This design comes from an exercise in tuning for small area, a short achievable clock period and few clock cycles per item on the open sky130 flow, not from production work.

==> module pd_in, before the edit <==
module pd_in #(
    parameter S  = 17,
    parameter ND = 4,
    parameter W  = 2
) (
    input  wire [2:0]  op,
    input  wire [63:0] s,
    input  wire [63:0] u,
    input  wire [4:0]  smap,
    output wire        sa,         
    output wire        sb,         
    output wire        es,         
    output wire        dx,
    output reg  [14:0] g,          
    output reg  [14:0] p,          
    output reg  [59:0] m,          
    output reg  [59:0] sc,         
    output reg  [W-1:0] top        
);
    integer i;
    function sign_minus(input [3:0] c, input [4:0] mp);
        case (c)
            4'hA: sign_minus = mp[0];
            4'hB: sign_minus = mp[1];
            4'hC: sign_minus = mp[2];
            4'hD: sign_minus = mp[3];
            4'hE: sign_minus = mp[4];
            default: sign_minus = 1'b0;
        endcase
    endfunction
    assign sa = sign_minus(s[3:0], smap);
    assign sb = sign_minus(u[3:0], smap) ^ (op != 3'd0);
    assign es = sa ^ sb;
    reg s_bad, u_bad;
    always @* begin
        s_bad = (s[3:0] < 4'hA);
        u_bad = (u[3:0] < 4'hA);
        for (i = 1; i < 16; i = i + 1) begin
            if (s[4*i +: 4] > 4'd9) s_bad = 1'b1;
            if (u[4*i +: 4] > 4'd9) u_bad = 1'b1;
        end
    end
    wire two = (op == 3'd0) || (op == 3'd1) || (op == 3'd2);
    assign dx = (op != 3'd4) && (s_bad || (two && u_bad));
    reg [3:0] da, db;
    reg [4:0] ta, ts, t;
    always @* begin
        for (i = 0; i < 15; i = i + 1) begin
            da = s[4*i+4 +: 4];
            db = u[4*i+4 +: 4];
            ta = {1'b0, da} + {1'b0, db};
            ts = {1'b0, da} + {1'b0, 4'd9 - db};
            t  = es ? ts : ta;
            g[i] = (t >= 5'd10);
            p[i] = (t == 5'd9);
            m[4*i +: 4] = g[i] ? (t[3:0] - 4'd10) : t[3:0];
            sc[4*i +: 4] = {da[0], da[3], ~(da[1] ^ da[3]), ~(da[2] ^ da[3])};
        end
    end
    wire [63:0] x = s ^ {64{s[63]}};
    reg [ND-1:0] nz;
    integer j;
    always @* begin
        nz = {ND{1'b0}};
        for (i = 0; i < 63; i = i + 1)
            if (x[i]) nz[i / S] = 1'b1;
        top = {W{1'b0}};
        for (j = 1; j < ND; j = j + 1)
            if (nz[j]) top = j;
    end
endmodule
==> module pdec_unit, before the edit <==
module pdec_unit (
    input  wire        clk,
    input  wire        rst,        
    input  wire        start,      
    input  wire [2:0]  op,
    input  wire [2:0]  rel,        
    input  wire [63:0] s,
    input  wire [63:0] u,
    input  wire [4:0]  smap,       
    input  wire [3:0]  oplus,      
    input  wire [3:0]  ominus,     
    output wire        ready,
    output reg         done,       
    output wire [63:0] result,
    output wire        dx,         
    output wire        ovf         
);
    localparam integer S  = 17;                  
    localparam integer ND = (63 + S - 1) / S;    
    localparam integer NB = (50 + S - 1) / S;    
    localparam integer W  = (ND > 4 || NB > 4) ? 3 : 2;
    wire        in_sa, in_sb, in_es, in_dx;
    wire [14:0] in_g, in_p;
    wire [59:0] in_m, in_sc;
    wire [W-1:0] in_top;
    pd_in #(.S(S), .ND(ND), .W(W)) u_in (
        .op(op), .s(s), .u(u), .smap(smap),
        .sa(in_sa), .sb(in_sb), .es(in_es), .dx(in_dx),
        .g(in_g), .p(in_p), .m(in_m), .sc(in_sc), .top(in_top)
    );
    reg        busy;
    assign ready = !busy;
    reg [14:0] r_g, r_p;
    reg [59:0] r_m;
    reg        r_sa, r_sb, r_es, r_cmp;
    reg [2:0]  r_rel;
    reg [63:0] r_s;                        
    reg [3:0]  r_oplus, r_ominus;
    reg        r_dx, r_multi, r_cvd, r_neg;
    reg [W-1:0] cnt;
    reg [63:0] acc;
    reg        r_ovf;
    reg        seen;                       
    pd_out u_out (
        .g(r_g), .p(r_p), .m(r_m), .es(r_es), .sa(r_sa), .sb(r_sb),
        .cmp(r_cmp), .rel(r_rel), .oplus(r_oplus), .ominus(r_ominus),
        .multi(r_multi), .acc(acc), .acc_ovf(r_ovf),
        .result(result), .ovf(ovf)
    );
    assign dx = r_dx;
    wire [59:0] dbl, fin;
    wire        cvd_neg, cvd_ovf;
    pd_cvd #(.S(S), .ND(ND), .W(W)) u_cvd (
        .acc(acc[63:4]), .rs(r_s), .cnt(cnt),
        .dbl(dbl), .fin(fin), .neg(cvd_neg), .ovf(cvd_ovf)
    );
    wire [59:0]  hlv;
    wire [S-1:0] nbits;
    wire         sn, rest0;
    pd_cvb #(.S(S)) u_cvb (
        .rs(r_s[63:4]), .seen(seen), .neg(r_neg),
        .hlv(hlv), .bits(nbits), .sn(sn), .rest0(rest0)
    );
    wire cvb_last = (cnt == NB - 1) || rest0;
    wire fill     = r_neg & sn;
    wire last = r_cvd ? (cnt == 0) : cvb_last;
    integer b;
    always @(posedge clk) begin
        r_g   <= in_g;
        r_p   <= in_p;
        r_m   <= in_m;
        r_sa  <= in_sa;
        r_sb  <= in_sb;
        r_es  <= in_es;
        r_cmp <= (op == 3'd2);
        r_rel <= rel;
        if (rst) begin
            busy <= 1'b0;
            done <= 1'b0;
        end else if (!busy) begin
            busy <= start && (op == 3'd3 || op == 3'd4);
            done <= start && !(op == 3'd3 || op == 3'd4);
        end else begin
            busy <= !last;
            done <= last;
        end
        if (!busy) begin
            r_s      <= {in_sc, s[3:0]};
            r_oplus  <= oplus;
            r_ominus <= ominus;
            r_dx     <= in_dx;
            r_multi  <= (op == 3'd3 || op == 3'd4);
            r_cvd    <= (op == 3'd4);
            r_neg    <= in_sa;
            cnt      <= (op == 3'd4) ? in_top : {W{1'b0}};
            acc      <= {60'h111111111111111, 4'd0};    
            r_ovf    <= 1'b0;
            seen     <= 1'b0;
        end else if (r_cvd) begin
            cnt   <= cnt - 1'b1;
            r_ovf <= cvd_ovf;
            if (cnt == 0)
                acc <= {fin, cvd_neg ? r_ominus : r_oplus};
            else
                acc[63:4] <= dbl;
        end else begin
            cnt  <= cnt + 1'b1;
            seen <= sn;
            r_s[63:4] <= hlv;
            for (b = 0; b < 64; b = b + 1) begin
                if (b / S == cnt)
                    acc[b] <= nbits[b % S];
                else if (b / S > cnt && cvb_last)
                    acc[b] <= fill;
            end
        end
    end
endmodule
export LEC_CHECK = 0
export ABC_AREA = 1
export CAP_MARGIN = 20
export CORE_MARGIN = 2
export CORE_UTILIZATION = 50
export PLACE_DENSITY = 0.65
export SLEW_MARGIN = 20
create_clock -name core_clock -period 30.0 [get_ports {clk}]
standard.sh (not shown) runs the stock make flow with config.mk's settings and CLKGATE_MAP_FILE= SYNTH_SCRIPT=/design/flow/synth_recipe.tcl, a recipe that flattens the netlist after the stock synthesis.
==> flow/flow/run.sh <==
#!/bin/bash
# Own layout flow: the standard layout (standard.sh) with three resizer
# settings changed, nothing else:
#  - repair_timing is asked to leave a setup margin (flow/margin.txt), so it
#    sizes the paths for a short period instead of stopping at the 30 ns clock;
#  - gates may be resized across cell footprints;
#  - the port buffers are buf_2 cells instead of the delay cell buffer_ports
#    picks by default (every input and output port still gets a buffer).
# The clock, the SDC and every other step are the standard flow's. All tool output goes
# to flow_make.log in this folder.
set -euo pipefail
MARGIN=$(cat flow/margin.txt)
bash standard.sh SETUP_SLACK_MARGIN="$MARGIN" MATCH_CELL_FOOTPRINT=0 \
    BUFFER_PORTS_ARGS="-buffer_cell sky130_fd_sc_hd__buf_2" finish > flow_make.log 2>&1
==> flow/flow/margin.txt <==
21.3
Then changed:
--- a/flow/design.v
+++ b/flow/design.v
@@ -96,17 +96,16 @@
         end
     end
     wire two = (op == 3'd0) || (op == 3'd1) || (op == 3'd2);
     assign dx = (op != 3'd4) && (s_bad || (two && u_bad));
-    reg [3:0] da, db;
-    reg [4:0] ta, ts, t;
+    reg [3:0] da, db, nb;
+    reg [4:0] t;
     always @* begin
         for (i = 0; i < 15; i = i + 1) begin
             da = s[4*i+4 +: 4];
             db = u[4*i+4 +: 4];
-            ta = {1'b0, da} + {1'b0, db};
-            ts = {1'b0, da} + {1'b0, 4'd9 - db};
-            t  = es ? ts : ta;
+            nb = es ? {~(db[3] | db[2] | db[1]), db[2] ^ db[1], db[1], ~db[0]} : db;
+            t  = {1'b0, da} + {1'b0, nb};
             g[i] = (t >= 5'd10);
             p[i] = (t == 5'd9);
             m[4*i +: 4] = g[i] ? (t[3:0] - 4'd10) : t[3:0];
             sc[4*i +: 4] = {da[0], da[3], ~(da[1] ^ da[3]), ~(da[2] ^ da[3])};
@@ -299,12 +298,11 @@
         .op(op), .s(s), .u(u), .smap(smap),
         .sa(in_sa), .sb(in_sb), .es(in_es), .dx(in_dx),
         .g(in_g), .p(in_p), .m(in_m), .sc(in_sc), .top(in_top)
     );
+    wire in_fast = !(op == 3'd3 || op == 3'd4);
     reg        busy;
     assign ready = !busy;
-    reg [14:0] r_g, r_p;
-    reg [59:0] r_m;
     reg        r_sa, r_sb, r_es, r_cmp;
     reg [2:0]  r_rel;
     reg [63:0] r_s;                        
     reg [3:0]  r_oplus, r_ominus;
@@ -313,9 +311,9 @@
     reg [63:0] acc;
     reg        r_ovf;
     reg        seen;                       
     pd_out u_out (
-        .g(r_g), .p(r_p), .m(r_m), .es(r_es), .sa(r_sa), .sb(r_sb),
+        .g(r_s[33:19]), .p(r_s[18:4]), .m(acc[63:4]), .es(r_es), .sa(r_sa), .sb(r_sb),
         .cmp(r_cmp), .rel(r_rel), .oplus(r_oplus), .ominus(r_ominus),
         .multi(r_multi), .acc(acc), .acc_ovf(r_ovf),
         .result(result), .ovf(ovf)
     );
@@ -337,11 +335,8 @@
     wire fill     = r_neg & sn;
     wire last = r_cvd ? (cnt == 0) : cvb_last;
     integer b;
     always @(posedge clk) begin
-        r_g   <= in_g;
-        r_p   <= in_p;
-        r_m   <= in_m;
         r_sa  <= in_sa;
         r_sb  <= in_sb;
         r_es  <= in_es;
         r_cmp <= (op == 3'd2);
@@ -356,17 +351,17 @@
             busy <= !last;
             done <= last;
         end
         if (!busy) begin
-            r_s      <= {in_sc, s[3:0]};
+            r_s      <= {in_sc[59:30], in_fast ? {in_g, in_p} : in_sc[29:0], s[3:0]};
             r_oplus  <= oplus;
             r_ominus <= ominus;
             r_dx     <= in_dx;
             r_multi  <= (op == 3'd3 || op == 3'd4);
             r_cvd    <= (op == 3'd4);
             r_neg    <= in_sa;
             cnt      <= (op == 3'd4) ? in_top : {W{1'b0}};
-            acc      <= {60'h111111111111111, 4'd0};    
+            acc      <= {(op == 3'd4) ? 60'h111111111111111 : in_m, 4'd0};    
             r_ovf    <= 1'b0;
             seen     <= 1'b0;
         end else if (r_cvd) begin
             cnt   <= cnt - 1'b1;
Effect: Final cell count increases slightly; via count goes up by a little under a tenth; worst setup slack gets worse by 0.27 ns; clock-buffer cell count fell by 21; die area drops slightly; utilization rose by 5.1 points.
Function was not checked in any run of this note: the RTL went through the layout flow alone.

[separate check: timing with driven ports]
In the flow no input, the clock included, has a driving cell. The finished layouts below were timed again as built, in two steps. Step 1 (the two cells are an assumption about what drives the block):
set clk [get_ports {clk}]
set_driving_cell -lib_cell sky130_fd_sc_hd__clkbuf_16 $clk
set_driving_cell -lib_cell sky130_fd_sc_hd__buf_2 [delete_from_list [all_inputs] $clk]
Step 2 also shifts input and output timing later by t, the mid clock arrival at the registers, as if the neighbouring blocks saw the same clock. Three values: no drivers, after step 1, after step 2; two values: the first two.
| run | t, ns | setup slack, ns | worst setup path after step 2 |
|---|---|---|---|
| the first run | 0.674 | 20.234 / 20.172 / 20.800 | input to register |
| the second run | 0.575 | 19.961 / 19.903 / 20.080 | input to register |
After both steps setup and hold are still met in every run listed.
